From an optimization exercise on the open Yosys and OpenROAD flow, aimed at small area, a short achievable clock period and few clock cycles per item; shortcuts taken in it are not production practice. Only simulation tests tie the RTL to the original design; equivalence was not proved.

== run 1 ==
==> flow/design.v (excerpt) <==
module rf_siphash (
    input  wire         clk,
    input  wire         rst,
    input  wire         key_we,
    input  wire [127:0] key,
    input  wire         in_valid,
    output wire         in_ready,
    input  wire [7:0]   in_prof,
    input  wire [7:0]   in_fam,
    input  wire [127:0] in_addr,
    input  wire [7:0]   in_plen,
    output wire         out_valid,
    input  wire         out_ready,
    output wire [63:0]  out_hash
);
For scale: about 3500 cells after synthesis, about 450 flip-flops, about 32000 sq um of cells after synthesis.
export LEC_CHECK = 0
export CAP_MARGIN = 20
export CORE_MARGIN = 2
export CORE_UTILIZATION = 55
export PLACE_DENSITY = 0.7
export SETUP_SLACK_MARGIN = 1.25
export SLEW_MARGIN = 20
create_clock -name core_clock -period 8.0 [get_ports {clk}]
standard.sh (not shown) runs the stock make flow with config.mk's settings and CLKGATE_MAP_FILE= SYNTH_SCRIPT=/design/flow/synth_recipe.tcl, a recipe that flattens the netlist after the stock synthesis.
==> flow/flow/run.sh <==
#!/bin/bash
# The standard layout (standard synthesis, floorplan, placement, CTS and
# routing), with the ports buffered by the smallest buffer cell instead of
# the clkdlybuf4s50_1 that buffer_ports picks by default.
set -euo pipefail
bash standard.sh "BUFFER_PORTS_ARGS=-buffer_cell sky130_fd_sc_hd__buf_1" finish > standard_flow.log 2>&1
No stage failed in run 1, and the final checks on the layout all came back clean.
Testbench counts of run 1, summed over its fixed seeds: cycles 20,496, items 2,048.
What run 2 does differently from run 1 at the input level:
Settings: PLACE_DENSITY: 0.7 -> 0.75; CTS_BUF_LIST: unset -> sky130_fd_sc_hd__clkbuf_8; CORE_UTILIZATION: 55 -> 60; SETUP_SLACK_MARGIN: 1.25 -> 1.75.
[summary]
Run 2: count of clock-buffer cells in the layout higher than run 1. Per the comparison of run 2 with run 1, final worst-path cycle share went down; area taken by multi-input logic gates went up.
#### Input delta (run 3 over run 2)
Settings: SETUP_SLACK_MARGIN: 1.75 -> 2.0.
Findings:
Run 3 has completed all stages; timing, DRC and antenna checks passed.
In the reports for run 2 and run 3, the smaller worst path arrival time belongs to run 3.
Between run 2 and run 3, the overall fraction of global-route tracks in use is higher for run 3.
[compare] base=run 2 new=run 3: first-iteration DRC count grew by 3.6%; worst-skew pair later-pin latency held steady.
Input changes introduced in run 4 (baseline for comparison: run 3):
Settings: PLACE_DENSITY: 0.75 -> unset; CTS_BUF_LIST: sky130_fd_sc_hd__clkbuf_8 -> unset; CORE_UTILIZATION: 60 -> 40; SETUP_SLACK_MARGIN: 2.0 -> 0.2.
==> flow/run.sh (new file) <==
#!/bin/bash
# synth_recipe.tcl (not shown) runs the flow's synth.tcl, then flattens the netlist and writes it again
# the make line also repeats each setting of config.mk as NAME=value (left out here)
make -C /OpenROAD-flow-scripts/flow DESIGN_CONFIG=/design/flow/config.mk WORK_HOME=/design/flow/orfs CLKGATE_MAP_FILE= SYNTH_SCRIPT=/design/flow/synth_recipe.tcl finish
removed: flow/flow/run.sh
removed: flow/standard.sh
## What came out
- Summary of run 4 over run 3: number of non-clock buffers in the layout saw a decrease; worst setup skew after layout did not really move.
- On non-clock inverter total of the final layout, run 4 and run 3 are basically level.
- Run 4 has less setup slack than run 3.
- Run 4 against run 3: routed wire length now sits higher, sequential share of layout area now sits higher, post-DP HPWL now sits higher.
For run 5, these inputs were changed with respect to run 4:
Settings: CORE_UTILIZATION: 40 -> 55; SETUP_SLACK_MARGIN: 0.2 -> 2.0; CTS_BUF_LIST: unset -> sky130_fd_sc_hd__clkbuf_8; CTS_CLUSTER_SIZE: unset -> 20; PLACE_DENSITY: unset -> 0.7; CTS_CLUSTER_DIAMETER: unset -> 60.
==> flow/flow/run.sh (new file) <==
#!/bin/bash
# The standard layout (standard synthesis, floorplan, placement, CTS and
# routing), with the ports buffered by the smallest buffer cell instead of
# the clkdlybuf4s50_1 that buffer_ports picks by default.
set -euo pipefail
bash standard.sh "BUFFER_PORTS_ARGS=-buffer_cell sky130_fd_sc_hd__buf_1" finish > standard_flow.log 2>&1
==> flow/standard.sh (new file) <==
#!/bin/bash
# synth_recipe.tcl (not shown) runs the flow's synth.tcl, then flattens the netlist and writes it again
# the make line also repeats each setting of config.mk as NAME=value (left out here)
make -C /OpenROAD-flow-scripts/flow DESIGN_CONFIG=/design/flow/config.mk WORK_HOME=/design/flow/orfs CLKGATE_MAP_FILE= SYNTH_SCRIPT=/design/flow/synth_recipe.tcl "${@:-finish}"
removed: flow/run.sh
### Flow results
The final layouts of run 5 and run 4 pass the timing, design-rule and antenna checks.
Run 5 vs run 4 — global routing usage summed across all routing layers rose 11 points.
Diff run 5 and run 4: number of clock buffers in the layout higher in run 4
Of run 5 and run 4, the run reporting the higher via count was run 5.
Run 5 vs. run 4: share of cells above drive strength 1 moved up, hold slack moved up, cell area moved up.
Going from run 4 to run 5, the wire length of the first global-routing pass was found to have gone down by 6.1%.
The inputs of run 6 differ from those of run 5 as listed below.
Settings: clearing CTS_CLUSTER_DIAMETER, which used to be 60; clearing CTS_CLUSTER_SIZE, which used to be 20; clearing CTS_BUF_LIST, which used to be sky130_fd_sc_hd__clkbuf_8; swapping 2.0 for 1.5 in SETUP_SLACK_MARGIN.
Notes after the runs:
- Layout inverter count without the clock tree came out exactly the same in run 6 and run 5.
- Of the two values seen for startpoint of the most critical setup path, v1[11] was produced by run 5 and v3[23] by run 6.
- In run 6 the worst setup slack turned out 160 ps lower than in run 5.
- Clock buffer count in the final layout (run 6 vs. run 5) increases by more than half
- Between run 6 and run 5, area growth from synthesis to layout is higher for run 5, run 6 comes in under that.

afterwards: timing with drivers on the ports:
The results above use ideal ports. As a check the final layouts listed here were re-extracted and re-timed, cells and wires unchanged.
Step 1: set_driving_cell puts a clkbuf_16 on clk and a buf_2 on each other input, an assumption about the parent block.
Step 2 also shifts input and output timing later by t, the mid clock arrival at the registers, as if the neighbouring blocks saw the same clock.
Three values: ideal ports, drivers, drivers and shift; two values: the first two.
run | t, ns | setup slack, ns | worst setup path after step 2 | worst data-port slew with drivers (ns) | cell pins on the clock port's net
run 1 | 0.697 | 1.189 / 1.189 / 1.189 | register to register | 0.09 | 1
run 2 | 0.769 | 1.605 / 1.605 / 1.605 | register to register | 0.08 | 1
run 3 | 0.772 | 1.689 / 1.689 / 1.689 | register to register | 0.08 | 1
run 4 | 0.706 | 0.404 / 0.404 / 0.404 | register to register | 0.09 | 1
run 5 | 0.770 | 1.592 / 1.592 / 1.592 | register to register | 0.09 | 1
run 6 | 0.698 | 1.429 / 1.429 / 1.429 | register to register | 0.08 | 1
After both steps setup and hold are still met in every run listed.
